Source: an optimization exercise on an open RTL-to-GDS flow (aim: small area and a short achievable clock period). Production flows keep margins and buffers that such runs may drop. No run shown here included a check of the RTL's function; only the layout flow was run.

## flow/design.v (module list and top-level ports; edited modules follow where they fit)
// module chk_unit: 1435 lines
module chk_unit (
    input  wire        clk,
    input  wire        rst,         
    input  wire        start,       
    input  wire [2:0]  sel,         
    input  wire        in_valid,    
    input  wire [63:0] in_data,     
    input  wire [2:0]  in_nbm1,     
    output wire [63:0] crc_out,     
    output wire        crc_err      
);
  // ...
==> flow/run.sh <==
#!/bin/bash
# synth_recipe.tcl (not shown) runs the flow's synth.tcl, then flattens the netlist and writes it again
# the make line also repeats each setting of config.mk as NAME=value (left out here)
make -C /OpenROAD-flow-scripts/flow DESIGN_CONFIG=/design/flow/config.mk WORK_HOME=/design/flow/orfs CLKGATE_MAP_FILE= SYNTH_SCRIPT=/design/flow/synth_recipe.tcl finish
==> flow/config.mk <==
export PLATFORM = sky130hd
export DESIGN_NAME = chk_unit
export DESIGN_NICKNAME = chk_unit
export VERILOG_FILES = /design/flow/design.v
export SDC_FILE = /design/flow/constraint.sdc
export NUM_CORES = 4
export LEC_CHECK = 0
export CAP_MARGIN = 20
export CORE_MARGIN = 2
export CORE_UTILIZATION = 40
export SLEW_MARGIN = 20
==> flow/constraint.sdc <==
create_clock -name core_clock -period 18.0 [get_ports {clk}]
set_input_delay 3.6000 -clock core_clock [delete_from_list [all_inputs] [get_ports {clk}]]
set_output_delay 3.6000 -clock core_clock [all_outputs]
set_load 0.01 [all_outputs]
==> results.toml, run 1 <==
[place]
preCtsSetupSlack_ps = 6840
placed_cells = 6715
port_buffers = 138

[synth]
synth_top_family_by_area = "XOR/XNOR gates"
synth-edff-count = 0
synth_area_um2 = 44200
synth.area.top_cells = "xnor2_1, xnor3_1, xor2_1"
yosys.area_share.simple_pct = 11.2

[global_routing]
top_usage_layer = "met2"
met2_usage_pct = 69.0

[finish]
n_all_inverters = 16
buffers = 389
largest_reg_flops = 64

[worst_hold_path]
hold_start = "code[1]$_SDFF_PP0_"

[setup_path]
critPathTopFamily = "XOR/XNOR gates"
crit_buf_inv = 1
crit_path_max_fanout = 22
rr_worst_depth = 21
startpoint_type = "input port"

[drt]
ant_nets = 0
drt_iter0_drc = 7596

[floorplanning]
ios = 139

[timing]
hold_viol_final = 0

[run_status]
status = "finished clean"

[clocking]
clock_latency_ps = 390
==> run 2: changes to the inputs <==
==> flow/flow/run.sh (new file) <==
#!/bin/bash
# Standard layout, with repair_timing aiming well below the clock period
# (the constraints and the period are unchanged).
set -euo pipefail
MARGIN=$(cat flow/margin.txt)
bash standard.sh SETUP_SLACK_MARGIN=$MARGIN finish > standard_make.log 2>&1
==> flow/flow/margin.txt (new file) <==
12
==> flow/standard.sh (new file) <==
#!/bin/bash
# synth_recipe.tcl (not shown) runs the flow's synth.tcl, then flattens the netlist and writes it again
# the make line also repeats each setting of config.mk as NAME=value (left out here)
make -C /OpenROAD-flow-scripts/flow DESIGN_CONFIG=/design/flow/config.mk WORK_HOME=/design/flow/orfs CLKGATE_MAP_FILE= SYNTH_SCRIPT=/design/flow/synth_recipe.tcl "${@:-finish}"
removed: flow/run.sh
==> run 2 against run 1 <==
Now fails the layout checks on max-capacitance violations, max-slew violations. Fmax rose by 29%. Worst hold slack got worse by 27 ps. Worst setup slack improved by 2500 ps. Final cell count rose by 17%. Largest cell class unchanged.
==> results.toml, run 2 <==
[run_status]
status = "complete, but fails checks"
so_faults = "max-capacitance violations, max-slew violations"

[timing]
fin_crit_sh_pct = 47.2
setup_viol = 0
drv_slew = 9
rsz0062_at_grt = "yes"
worst_pin_slew_ps = 1530
hold_slack_ps = 675
clock.fmax_ghz = 0.118
hold_viol_final = 0
fin_tns_setup_ps = 0
clock_skew_ps = 29.2
fin_crit_ps = 8500
slew_headroom_pct = -2.40

[finish]
nets = 6445
multi_input_area_um2 = 52900
fillers = 8376
finalInstanceArea_um2 = 72300
final_layout_size_suffix_gt1_share_pct = 45.2
top_register = "x"
final_common_cell = "xnor2_1"
fin_cells = 7897
reg.largest.list = "x x64, code x3, p x2"
areaGrowthSynthToFinish_pct = 63.4
final_cell_mix = "xnor2_1, buf_4, nor2_1"
regArea_um2 = 1430
largest_reg_flops = 64

[clocking]
clock_sinks = 69
h-tree-depth = 3
clock_latency_ps = 430
cts_tree = "built"
cts_buffers = 9
clk_pin_slew_ps = 100
cts_max_path_buffers = 2
root_buffer = "clkbuf_16"

[global_routing]
grt_use_total_pct = 54.2
grt_max_degree = 125
grt_pass1_wl_um = 417000
grt_pass1_vias = 47400
grt-ovfl-total = 0
antenna_found_initial = 31

[synth]
async_reset_ff_share_pct = 0
synth_common_cells = "xnor2_1, xor2_1, nor2_1, nand2_1, xnor3_1"
synth-edff-count = 0
syn_area_per_cell_um2 = 8.52
yosys_warnings = 1
netlist.area_leader.share_pct = 30.6
synth_area_um2 = 44200
synthCells = 5191
synth.net_count = 5266
ys.flop_type = "dfxtp_1"
yosysMostFrequentCell = "xnor2_1"
ys_seq_area_share_pct = 3.12
synth.area.top_cells = "xnor2_1, xnor3_1, xor2_1"
synth_top_area_cell = "xnor2_1"
synth_seq_cells = 69
ys_types = 110

[drt]
dr.pass1.iters = 11
ant_nets = 0
wirelength_um = 334000
num_vias = 54200
drt_iter0_drc = 10600
via_per_inst = 6.86
drc = 0
wl_per_cell_um = 42.3

[floorplanning]
die_x_um = 337
ios = 139
rows = 122
dieArea_um2 = 113000
initial_core_util_pct = 40.1
fp.dieH_um = 337
core_area_um2 = 110000

[setup_path]
arrival_ps = 4900
crit_path_max_incr_delay_ps = 1090
worst_setup_path_end_kind = "output pin"
startpoint_type = "flip-flop"
regToRegEndpoint = "x[27]$_SDFF_PP1_"
critPathTopFamily = "compound AO/OA/AOI/OAI gates"
r2r_start = "x[0]$_SDFF_PP1_"
crit_required_ps = 14400
crit_buf_inv = 5
crit_chain = "buf_4 > buf_6 > nor2b_2 > a21oi_4 > buf_12 > xnor2_4 > buf_6 > xnor3_2 > o211ai_1 > o211ai_1 > a21oi_2 > buf_2"
reg2reg_slack_ps = 10100
crit_slowest_cell = "nor2b_2"
crit_type = "reg2out"
crit_path_max_fanout = 48
rr_worst_depth = 43

[place]
hpwlAfterDp_um = 215000
gp_congestion = 1.13
placed_area_um2 = 49300
port_buffers = 138
placed_cells = 6647

[worst_hold_path]
hold-path-cell-count = 2
hold_start = "code[1]$_SDFF_PP0_"
hold_end = "code[1]$_SDFF_PP0_"
hold_class = "reg2reg"

[flow_run]
cap_violations = 1
-- run 2: changes by cell type in the layout (fill, tap and decap cells not counted), moves of 89 or more --
cell | previous run | this run
buf_6 | 4 | 231
buf_12 | 2 | 172
xor2_1 | 525 | 347
xnor2_4 | 9 | 183
clkdlybuf4s50_1 | 136 | 43
xor2_4 | 9 | 98
xnor2_1 | 1531 | 1150
xor2_2 | 11 | 100
buf_4 | 243 | 895
xnor2_2 | 56 | 263
a21oi_1 | 288 | 156
-- run 2: how the worst max path moves through the flow --
stage,from,to,slack (ps),cells after the start
3_5_place_dp,in_nbm1[2],x[22]$_SDFF_PP1_,7050,15
5_1_grt,p[0]$_SDFF_PP0_,crc_out[6],9780,12
2_1_floorplan,in_nbm1[1],x[29]$_SDFF_PP1_,10020,17
6_report,p[0]$_SDFF_PP0_,crc_out[6],9500,12
3_3_place_gp,in_nbm1[2],x[27]$_SDFF_PP1_,7120,15
4_1_cts,in_nbm1[2],x[24]$_SDFF_PP1_,10160,23
-- run 2: logic make-up (layout without fill, tap and decap cells) --
group | count (synthesis) | after routing | synth area share (%)
XOR/XNOR | 2506 | 2506 | 62.7
AND/OR/NAND/NOR | 1109 | 1112 | 11.2
AO/OA/AOI/OAI | 979 | 981 | 15.0
buffers and inverters | 362 | 1541 | 3.61
multiplexers | 165 | 165 | 4.32
flip-flops | 69 | 69 | 3.12
adder cells (fa/ha/maj) | 1 | 1 | 0.0283
other | 0 | 34 | 0
-- run 2: routing by layer --
| metal | part of all wire [%] | vias to the layer above | global-route usage [%] |
|---|---|---|---|
| met1 | 33 | 26000 | 62.3 |
| met4 | 12 | 40 | 45.1 |
| li1 | - | 20000 | - |
| met5 | 0.59 | - | 4.77 |
| met2 | 37 | 5825 | 72.3 |
| met3 | 17 | 2269 | 29.9 |
-- run 2: stage by stage --
step	util (%)	worst slack, ps
3_5_place_dp	44.8	7050
5_1_grt	65.5	9780
2_1_floorplan	-	10020
6_report	65.6	9500
4_1_cts	59.4	10160
3_3_place_gp	44.7	7120
-- run 2: timing repair --
action                                   CTS  global route
hold buffers                               0             0
resized for setup                       1590           679
buffers inserted                         797           371
cloned                                    24             5
pin swaps                                474           425
endpoints found under the setup margin   129           129
-- run 2: final cells by class --
| type | instances | share of cell area (%) |
|---|---|---|
| diodes | 34 | 0.118 |
| clock inverters | 7 | 0.0865 |
| inverters | 16 | 0.100 |
| well taps | 1488 | 2.58 |
| flip-flops and latches | 69 | 1.98 |
| clock buffers | 9 | 0.312 |
| repair buffers | 1509 | 21.6 |
| multi-input cells | 4765 | 73.2 |
-- run 2: tightest hold or removal path: stages, from the launching register on --
cell	delay, ps
dfxtp_2	460
nand2_1	120
a21oi_1	60

## static timing again, ports no longer ideal
In the flow no input, the clock included, has a driving cell. The finished layouts below were timed again as built, in two steps.
Step 1 (the two cells are an assumption about what drives the block):
set clk [get_ports {clk}]
set_driving_cell -lib_cell sky130_fd_sc_hd__clkbuf_16 $clk
set_driving_cell -lib_cell sky130_fd_sc_hd__buf_2 [delete_from_list [all_inputs] $clk]
Step 2 moves the port delays by t, midway between the first and last clock arrival at a register: inputs arrive t later, outputs are due t later. That takes back most of the time a late clock gives input paths.
a / b / c = ideal / step 1 / step 2; a / b = the first two.
| run | t, ns | setup WS [ns] | hold slack, ns | worst slew at a driven data input, ns | cell pins on the clock port's net |
|---|---|---|---|---|---|
| run 1 | 0.473 | 7.012 / 7.073 / 6.601 | 0.702 / 0.702 / 0.702 | 0.09 | 1 |
| run 2 | 0.500 | 9.499 / 9.415 / 9.107 | 0.675 / 0.675 / 0.675 | 0.36 | 1 |
For run 1, which loses most, drivers alone change the setup slack by +0.061 ns; drivers and shift together by -0.411 ns.
